This is an optimization exercise on Yosys and OpenROAD, whose aim is small area, a short achievable clock period and few clock cycles per item, not a production implementation.
At most, simulation tests tie the RTL to the original design; equivalence was not proved.
Power figures rest on the tool's default switching activity, not on a simulated workload.

// str_rebuild
module str_rebuild (
  input         clk,
  input         rst,
  input         in_valid,
  output        in_ready,
  input  [31:0] in_data,
  input  [31:0] in_mask,
  output        out_valid,
  input         out_ready,
  output [1:0]  out_n,
  output [4:0]  out_role_a,
  output [31:0] out_data_a,
  output [4:0]  out_role_b,
  output [31:0] out_data_b
);
Size in the first run: about 1600 cells after synthesis, about 220 flip-flops, about 150 I/O pins, roughly 13000 µm² of cells after synthesis.
Settings: LEC_CHECK=0, ABC_AREA=1, CAP_MARGIN=20, CORE_MARGIN=2, CORE_UTILIZATION=60, CTS_CLUSTER_DIAMETER=60, CTS_CLUSTER_SIZE=30, PLACE_DENSITY=0.75, SETUP_SLACK_MARGIN=5, SLEW_MARGIN=20; clock period 8.0 ns.
standard.sh (not shown) runs the stock make flow with config.mk's settings and CLKGATE_MAP_FILE= SYNTH_SCRIPT=/design/flow/synth_recipe.tcl, a recipe that flattens the netlist after the stock synthesis.
==> flow/flow/run.sh <==
#!/bin/bash
# Standard ORFS layout (the standard.sh) with three changes: the port
# buffers are buf_2 cells instead of the smallest buffer-like cell, the clock
# tree is built without sink clustering (two clkbuf_16 levels), and
# repair_timing aims at a 5.25 ns setup margin (a 2.75 ns period).
set -euo pipefail
export BUFFER_PORTS_ARGS="-buffer_cell sky130_fd_sc_hd__buf_2"
export CTS_ARGS="-repair_clock_nets"
bash standard.sh SETUP_SLACK_MARGIN=5.25 finish > standard.log 2>&1
Testbench counts at the start, summed over its fixed seeds: cycles 61,648, columns 1,920.
Rerun with:
--- a/flow/design.v
+++ b/flow/design.v
@@ -127,65 +127,63 @@
   reg [31:0] ra, rb;
   reg [7:0]  mo_r;
   wire lden = last && rdy_r;
   wire load = accept && last;
   wire two   = (on_r == 2'd2);
   wire c_pq  = two && (ora == 5'd30);
   wire c_xq  = two && (orb == 5'd31) && !c_pq;
   wire c_xp  = two && (orb == 5'd30);
   wire c_xy  = two && (orb < 5'd30);
   wire c_q   = (on_r == 2'd1) && (ora == 5'd31);
   wire c_one = (on_r == 2'd1) && !c_q;
   wire [2:0] sub_n = (sub == 3'd6 || sub == 3'd5) ? 3'd0 : sub + 3'd1;
-  wire       sel_k2 = (sub == 3'd2 || sub == 3'd3);
-  wire [4:0] tidx   = sel_k2 ? ~ora : (c_xy ? orb : ora);
-  wire [7:0] tinv   = ainv(tidx);
+  wire [4:0] tidx = (sub_n == 3'd0) ? (c_xy ? orb : ora) : ~ora;
+  wire [7:0] tinv = ainv(tidx);
   reg  [7:0] coef_n, coef;
   always @(*) begin
-    if (sel_k2)
-      coef_n = c_xy ? wtab(orb - ora) : (c_xq ? tinv : 8'h01);
-    else
-      coef_n = (c_xy || c_xp || c_xq) ? tinv : 8'h01;
+    case (sub_n)
+      3'd0:    coef_n = (c_xy || c_xp || c_xq) ? tinv : 8'h01;
+      3'd2:    coef_n = c_xy ? wtab(orb - ora) : (c_xq ? tinv : 8'h01);
+      default: coef_n = c_xq ? 8'hC0 : 8'h01;
+    endcase
   end
   wire [7:0] a0    = ra[7:0];
   wire [7:0] b0    = rb[7:0];
-  wire       lo    = (sub == 3'd1 || sub == 3'd4);
-  wire [3:0] nib   = lo ? coef[3:0] : coef[7:4];
-  wire [7:0] m     = c_xq ? gf_mul(mo_r, 8'hC0) : mo_r;
   wire       s1    = c_xy || c_xq;
   wire       sva   = c_xy || c_xp || c_q;    
   wire       svb   = c_xy || c_xp;           
+  wire       mvb   = c_xq;                   
   wire       keepa = two || c_one;           
   wire       keepb = two;                    
-  wire [7:0] va    = sva ? m : (a0 & {8{keepa}});
-  wire [7:0] vb    = svb ? (a0 ^ m) : (m & {8{keepb}});
+  wire [7:0] va    = sva ? mo_r : (a0 & {8{keepa}});
+  wire [7:0] vb    = svb ? (a0 ^ mo_r) : (mvb ? mo_r : (b0 & {8{keepb}}));
   wire [1:0] ecnt_l = ecnt_t;
   wire       many   = (ecnt_l == 2'd3);
   always @(posedge clk) begin
-    mo_r <= gf_mul(mo_r & {8{lo}}, 8'h10) ^ gf_mul(b0, {4'd0, nib});
+    mo_r <= gf_mul(b0, coef);
     coef <= coef_n;
   end
   always @(posedge clk) begin
     if (lden) begin
       ra   <= ps;
       rb   <= qs;
       on_r <= ecnt_l;
       ora  <= many ? 5'd0 : px_t;
       orb  <= many ? 5'd0 : py_t;
     end else if (busy) begin
       if (sub == 3'd5) begin
         ra <= {va, ra[31:8]};
         rb <= {vb, rb[31:8]};
-      end else if (sub == 3'd2) begin
-        rb[7:0] <= mo_r ^ (a0 & {8{s1}});
+      end else if (sub == 3'd1 || sub == 3'd3) begin
+        rb[7:0] <= mo_r ^ (a0 & {8{s1 && !sub[1]}});
       end
     end
   end
   wire done   = busy && (lane == 2'd3) && (sub == 3'd5);
   wire ov_n   = done || (ov && !out_ready);
   wire busy_n = load || (busy && !done);
   always @(posedge clk) begin
     if (rst) begin
       role  <= 5'd0;
       first <= 1'b1;
       last  <= 1'b0;
       busy  <= 1'b0;
After rerunning: Worst setup slack gets better by 0.0037 ns. Combinational power is lower by 33%. Total power is lower by 9.8%. Global-route usage is lower by 0.62 points. Routed wire length is higher by 0.96%. Synthesized area is higher by 0.81%. Non-clock buffer count is higher by 11. Clock power is higher by 3.0%. Critical path depth stays the same.
Testbench counts after the change, summed over its fixed seeds: cycles 61,648, columns 1,920.


str_rebuild, a different RTL version from the one above (not shown whole).
Size: roughly 220 flip-flops, about 150 I/O pins, roughly 13000 um^2 of cells after synthesis.
==> module str_rebuild, before the edit <==
module str_rebuild (
  input         clk,
  input         rst,
  input         in_valid,
  output        in_ready,
  input  [31:0] in_data,
  input  [31:0] in_mask,
  output        out_valid,
  input         out_ready,
  output [1:0]  out_n,
  output [4:0]  out_role_a,
  output [31:0] out_data_a,
  output [4:0]  out_role_b,
  output [31:0] out_data_b
);
  function [7:0] gf_mul(input [7:0] a, input [7:0] b);
    integer i;
    reg [7:0] p, t;
    begin
      p = 8'h00;
      t = a;
      for (i = 0; i < 8; i = i + 1) begin
        if (b[i]) p = p ^ t;
        t = {t[6:0], 1'b0} ^ (t[7] ? 8'h1D : 8'h00);
      end
      gf_mul = p;
    end
  endfunction
  function [7:0] gf_div2(input [7:0] a);
    gf_div2 = {1'b0, a[7:1]} ^ (a[0] ? 8'h8E : 8'h00);
  endfunction
  function [7:0] ainv(input [4:0] k);
    reg [31:0] t0, t1, t2, t3, t4, t5, t6, t7;
    begin
      t0 = 32'h09FE178D;
      t1 = 32'h84FF0BC6;
      t2 = 32'h4B81926E;
      t3 = 32'h2C3EDEBA;
      t4 = 32'h9FE178D0;
      t5 = 32'h4FF0BC68;
      t6 = 32'h27F85E34;
      t7 = 32'h13FC2F1A;
      ainv = {t7[k], t6[k], t5[k], t4[k], t3[k], t2[k], t1[k], t0[k]};
    end
  endfunction
  function [7:0] wtab(input [4:0] k);
    reg [31:0] t0, t1, t2, t3, t4, t5, t6, t7;
    begin
      t0 = 32'h1FD6E992;
      t1 = 32'h5F9D8454;
      t2 = 32'h524738EE;
      t3 = 32'hBE228668;
      t4 = 32'hD4D20CDA;
      t5 = 32'h0C7D2F36;
      t6 = 32'hD0BB6CF2;
      t7 = 32'h3EF2F72E;
      wtab = {t7[k], t6[k], t5[k], t4[k], t3[k], t2[k], t1[k], t0[k]};
    end
  endfunction
  reg        rdy_r;
  reg [4:0]  role;
  reg [31:0] mask_r;       
  reg        er_r;
  reg [1:0]  ecnt;
  reg [4:0]  px, py;
  reg [31:0] ps, h;
  reg  first, last;        
  wire accept = in_valid && rdy_r;
  wire drop0  = (role == 5'd1) && mask_r[0];
  wire [4:0] role_n = accept ? role + 5'd1 : role;
  always @(posedge clk) begin
    if (first) begin
      mask_r <= in_mask;
      er_r   <= in_mask[1];
    end else if (accept) begin
      er_r   <= mask_r[role + 5'd1];
    end
  end
  reg [1:0] ecnt_t;
  reg [4:0] px_t, py_t;
  always @(*) begin
    ecnt_t = ecnt;
    px_t   = px;
    py_t   = py;
    if (er_r) begin
      if (ecnt == 2'd0) px_t = role;
      if (ecnt == 2'd1) py_t = role;
      if (ecnt != 2'd3) ecnt_t = ecnt + 2'd1;
    end
  end
  always @(posedge clk) begin
    if (accept) begin
      if (first) begin
        ecnt <= {1'b0, in_mask[0]};
        px   <= 5'd0;
        py   <= 5'd0;
      end else begin
        ecnt <= ecnt_t;
        px   <= px_t;
        py   <= py_t;
      end
    end
  end
  wire        clr    = accept && (first || drop0);
  wire        keep_p = accept && (first || (!er_r && !last));
  wire        keep_h = first || !er_r;
  wire [31:0] dp = in_data & {32{keep_p}};
  wire [31:0] dh = in_data & {32{keep_h}};
  wire [31:0] hm = h & {32{!(first || drop0)}};
  integer b;
  always @(posedge clk) begin
    ps <= (ps & {32{!clr}}) ^ dp;
    if (accept && role < 5'd30)
      for (b = 0; b < 4; b = b + 1)
        h[8*b +: 8] <= gf_div2(hm[8*b +: 8]) ^ dh[8*b +: 8];
  end
  reg [31:0] qs;
  always @(*)
    for (b = 0; b < 4; b = b + 1)
      qs[8*b +: 8] = gf_mul(h[8*b +: 8], 8'h30) ^ (er_r ? 8'h00 : in_data[8*b +: 8]);
  reg        busy, ov;
  reg [2:0]  sub;
  reg [4:0]  step;
  reg [1:0]  on_r;
  reg [4:0]  ora, orb;
  reg [31:0] ra, rb;
  reg [7:0]  mo_r;
  wire lden = last && rdy_r;
  wire load = accept && last;
  wire two   = (on_r == 2'd2);
  wire c_pq  = two && (ora == 5'd30);
  wire c_xq  = two && (orb == 5'd31) && !c_pq;
  wire c_xp  = two && (orb == 5'd30);
  wire c_xy  = two && (orb < 5'd30);
  wire c_q   = (on_r == 2'd1) && (ora == 5'd31);
  wire c_one = (on_r == 2'd1) && !c_q;
  wire [2:0] sub_n = (step == 5'd0 || sub == 3'd5) ? 3'd0 : sub + 3'd1;
  wire [4:0] tidx = (sub_n == 3'd0) ? (c_xy ? orb : ora) : ~ora;
  wire [7:0] tinv = ainv(tidx);
  reg  [7:0] coef_n, coef;
  always @(*) begin
    case (sub_n)
      3'd0:    coef_n = (c_xy || c_xp || c_xq) ? tinv : 8'h01;
      3'd2:    coef_n = c_xy ? wtab(orb - ora) : (c_xq ? tinv : 8'h01);
      default: coef_n = c_xq ? 8'hC0 : 8'h01;
    endcase
  end
  wire [7:0] a0    = ra[7:0];
  wire [7:0] b0    = rb[7:0];
  wire       s1    = c_xy || c_xq;
  wire       sva   = c_xy || c_xp || c_q;    
  wire       svb   = c_xy || c_xp;           
  wire       mvb   = c_xq;                   
  wire       keepa = two || c_one;           
  wire       keepb = two;                    
  wire [7:0] va    = sva ? mo_r : (a0 & {8{keepa}});
  wire [7:0] vb    = svb ? (a0 ^ mo_r) : (mvb ? mo_r : (b0 & {8{keepb}}));
  wire [1:0] ecnt_l = ecnt_t;
  wire       many   = (ecnt_l == 2'd3);
  always @(posedge clk) begin
    mo_r <= gf_mul(b0, coef);
    coef <= coef_n;
  end
  always @(posedge clk) begin
    if (lden) begin
      ra   <= ps;
      rb   <= qs;
      on_r <= ecnt_l;
      ora  <= many ? 5'd0 : px_t;
      orb  <= many ? 5'd0 : py_t;
    end else if (busy) begin
      if (sub == 3'd5) begin
        ra <= {va, ra[31:8]};
        rb <= {vb, rb[31:8]};
      end else if (sub == 3'd1) begin
        rb[7:0] <= mo_r ^ (a0 & {8{s1}});
      end else if (sub == 3'd3) begin
        rb[7:0] <= mo_r;
      end
    end
  end
  wire done   = busy && (step == 5'd24);
  wire ov_n   = done || (ov && !out_ready);
  wire busy_n = load || (busy && !done);
  always @(posedge clk) begin
    if (rst) begin
      role  <= 5'd0;
      first <= 1'b1;
      last  <= 1'b0;
      busy  <= 1'b0;
      ov    <= 1'b0;
      rdy_r <= 1'b1;
    end else begin
      role  <= role_n;
      first <= (role_n == 5'd0);
      last  <= (role_n == 5'd31);
      busy  <= busy_n;
      ov    <= ov_n;
      rdy_r <= !((role_n == 5'd31) && (busy_n || ov_n));
    end
    if (load) begin
      step <= 5'd0;
      sub  <= 3'd0;
    end else if (busy) begin
      step <= step + 5'd1;
      sub  <= sub_n;
    end
  end
  assign in_ready   = rdy_r;
  assign out_valid  = ov;
  assign out_n      = on_r;
  assign out_role_a = ora;
  assign out_data_a = ra;
  assign out_role_b = orb;
  assign out_data_b = rb;
endmodule
==> flow/config.mk <==
export PLATFORM = sky130hd
export DESIGN_NAME = str_rebuild
export DESIGN_NICKNAME = str_rebuild
export VERILOG_FILES = /design/flow/design.v
export SDC_FILE = /design/flow/constraint.sdc
export NUM_CORES = 4
export LEC_CHECK = 0
export ABC_AREA = 1
export CAP_MARGIN = 20
export CORE_MARGIN = 2
export CORE_UTILIZATION = 50
export CTS_CLUSTER_DIAMETER = 60
export CTS_CLUSTER_SIZE = 30
export PLACE_DENSITY = 0.65
export SETUP_SLACK_MARGIN = 5
export SLEW_MARGIN = 20
==> flow/constraint.sdc <==
create_clock -name core_clock -period 8.0 [get_ports {clk}]
set_input_delay 1.6000 -clock core_clock [delete_from_list [all_inputs] [get_ports {clk}]]
set_output_delay 1.6000 -clock core_clock [all_outputs]
set_load 0.01 [all_outputs]
==> flow/flow/run.sh <==
#!/bin/bash
# Standard ORFS layout (the standard.sh) with the port buffers placed as
# buf_2 cells instead of the smallest buffer-like cell.
set -euo pipefail
export BUFFER_PORTS_ARGS="-buffer_cell sky130_fd_sc_hd__buf_2"
bash standard.sh > standard.log 2>&1
The starting point completed without violations.
Testbench counts at the start, summed over its fixed seeds: cycles 61,648, columns 1,920.
Next try:
--- a/flow/design.v
+++ b/flow/design.v
@@ -28,8 +28,22 @@
   endfunction
   function [7:0] gf_div2(input [7:0] a);
     gf_div2 = {1'b0, a[7:1]} ^ (a[0] ? 8'h8E : 8'h00);
   endfunction
+  function [7:0] apow(input [4:0] k);
+    reg [31:0] t0, t1, t2, t3, t4, t5, t6, t7;
+    begin
+      t0 = 32'h03A47101;
+      t1 = 32'h0748E202;
+      t2 = 32'h0D35B504;
+      t3 = 32'h19CF1B08;
+      t4 = 32'h303A4710;
+      t5 = 32'h60748E20;
+      t6 = 32'hC0E91C40;
+      t7 = 32'h81D23880;
+      apow = {t7[k], t6[k], t5[k], t4[k], t3[k], t2[k], t1[k], t0[k]};
+    end
+  endfunction
   function [7:0] ainv(input [4:0] k);
     reg [31:0] t0, t1, t2, t3, t4, t5, t6, t7;
     begin
       t0 = 32'h09FE178D;
@@ -45,9 +59,9 @@
   endfunction
   function [7:0] wtab(input [4:0] k);
     reg [31:0] t0, t1, t2, t3, t4, t5, t6, t7;
     begin
-      t0 = 32'h1FD6E992;
+      t0 = 32'hE029166C;
       t1 = 32'h5F9D8454;
       t2 = 32'h524738EE;
       t3 = 32'hBE228668;
       t4 = 32'hD4D20CDA;
@@ -134,32 +148,29 @@
   wire c_xy  = two && (orb < 5'd30);
   wire c_q   = (on_r == 2'd1) && (ora == 5'd31);
   wire c_one = (on_r == 2'd1) && !c_q;
   wire [2:0] sub_n = (step == 5'd0 || sub == 3'd5) ? 3'd0 : sub + 3'd1;
-  wire [4:0] tidx = (sub_n == 3'd0) ? (c_xy ? orb : ora) : ~ora;
-  wire [7:0] tinv = ainv(tidx);
-  reg  [7:0] coef_n, coef;
+  reg [7:0] coef_n, coef;
   always @(*) begin
     case (sub_n)
-      3'd0:    coef_n = (c_xy || c_xp || c_xq) ? tinv : 8'h01;
-      3'd2:    coef_n = c_xy ? wtab(orb - ora) : (c_xq ? tinv : 8'h01);
-      default: coef_n = c_xq ? 8'hC0 : 8'h01;
+      3'd0:    coef_n = c_xy ? apow(orb) : (c_xq ? apow(ora) : 8'h00);
+      3'd2:    coef_n = c_xy ? wtab(orb - ora) : 8'h01;
+      default: coef_n = (c_xy || c_xp) ? ainv(ora) : 8'h01;
     endcase
   end
   wire [7:0] a0    = ra[7:0];
   wire [7:0] b0    = rb[7:0];
-  wire       s1    = c_xy || c_xq;
-  wire       sva   = c_xy || c_xp || c_q;    
-  wire       svb   = c_xy || c_xp;           
-  wire       mvb   = c_xq;                   
+  wire [7:0] opnd  = (sub == 3'd0) ? a0 : b0;
+  wire       sva   = c_xy || c_xp || c_q;
+  wire       svb   = c_xy || c_xp;
   wire       keepa = two || c_one;           
   wire       keepb = two;                    
   wire [7:0] va    = sva ? mo_r : (a0 & {8{keepa}});
-  wire [7:0] vb    = svb ? (a0 ^ mo_r) : (mvb ? mo_r : (b0 & {8{keepb}}));
+  wire [7:0] vb    = svb ? (a0 ^ va) : (b0 & {8{keepb}});
   wire [1:0] ecnt_l = ecnt_t;
   wire       many   = (ecnt_l == 2'd3);
   always @(posedge clk) begin
-    mo_r <= gf_mul(b0, coef);
+    mo_r <= gf_mul(opnd, coef);
     coef <= coef_n;
   end
   always @(posedge clk) begin
     if (lden) begin
@@ -172,9 +183,9 @@
       if (sub == 3'd5) begin
         ra <= {va, ra[31:8]};
         rb <= {vb, rb[31:8]};
       end else if (sub == 3'd1) begin
-        rb[7:0] <= mo_r ^ (a0 & {8{s1}});
+        rb[7:0] <= b0 ^ mo_r;
       end else if (sub == 3'd3) begin
         rb[7:0] <= mo_r;
       end
     end
Outcome: The new run went through all stages and came out clean. Synthesized area grows by 6.8%. Die area grows by 6.7%. Routed wire length grows by 22%. Count of clock-buffer cells in the layout grows by 2. Worst setup slack improves by 0.0069 ns. Core utilization barely changes. Cell count grows by 15%. Synthesized cell count grows by 17%. Combinational power grows by 8.9%. Clock power stays flat. Non-clock buffer count grows by 10. Total power grows by 3.5%.
Only the layout flow was run in the second run of this note; the RTL was not checked for function there.

## separate check: timing with driven ports
The flow's constraints put no driver on any port. The routed layouts listed below were extracted and timed again, unchanged, in two steps.
Step 1 assumes that a clkbuf_16 drives the clock port and a buf_2 every other input.
Step 2 moves the port delays by t, midway between the first and last clock arrival at a register: inputs arrive t later, outputs are due t later. That takes back most of the time a late clock gives input paths.
Slacks: ideal ports / drivers / drivers and shift; pairs: ideal ports / drivers.
run | shift t [ns] | setup slack, ns | worst hold slack (ns) | latest minus earliest clock arrival (ns) | slew at the worst register clock pin (ns)
the first run of note 1 | 0.486 | 5.279 / 5.230 / 5.023 | 0.483 / 0.483 / 0.483 | 0.014 / 0.014 | 0.09 / 0.09
the second run of note 1 | 0.480 | 5.282 / 5.235 / 5.011 | 0.494 / 0.494 / 0.494 | 0.014 / 0.014 | 0.09 / 0.09
the first run of note 2 | 0.570 | 5.112 / 5.064 / 4.874 | 0.484 / 0.484 / 0.484 | 0.050 / 0.050 | 0.10 / 0.10
the second run of note 2 | 0.570 | 5.118 / 5.066 / 4.743 | 0.482 / 0.482 / 0.482 | 0.033 / 0.033 | 0.09 / 0.09
After both steps every run listed still meets setup and hold. For the second run of note 2, which loses most, drivers alone change the setup slack by -0.052 ns; drivers and shift together by -0.375 ns.
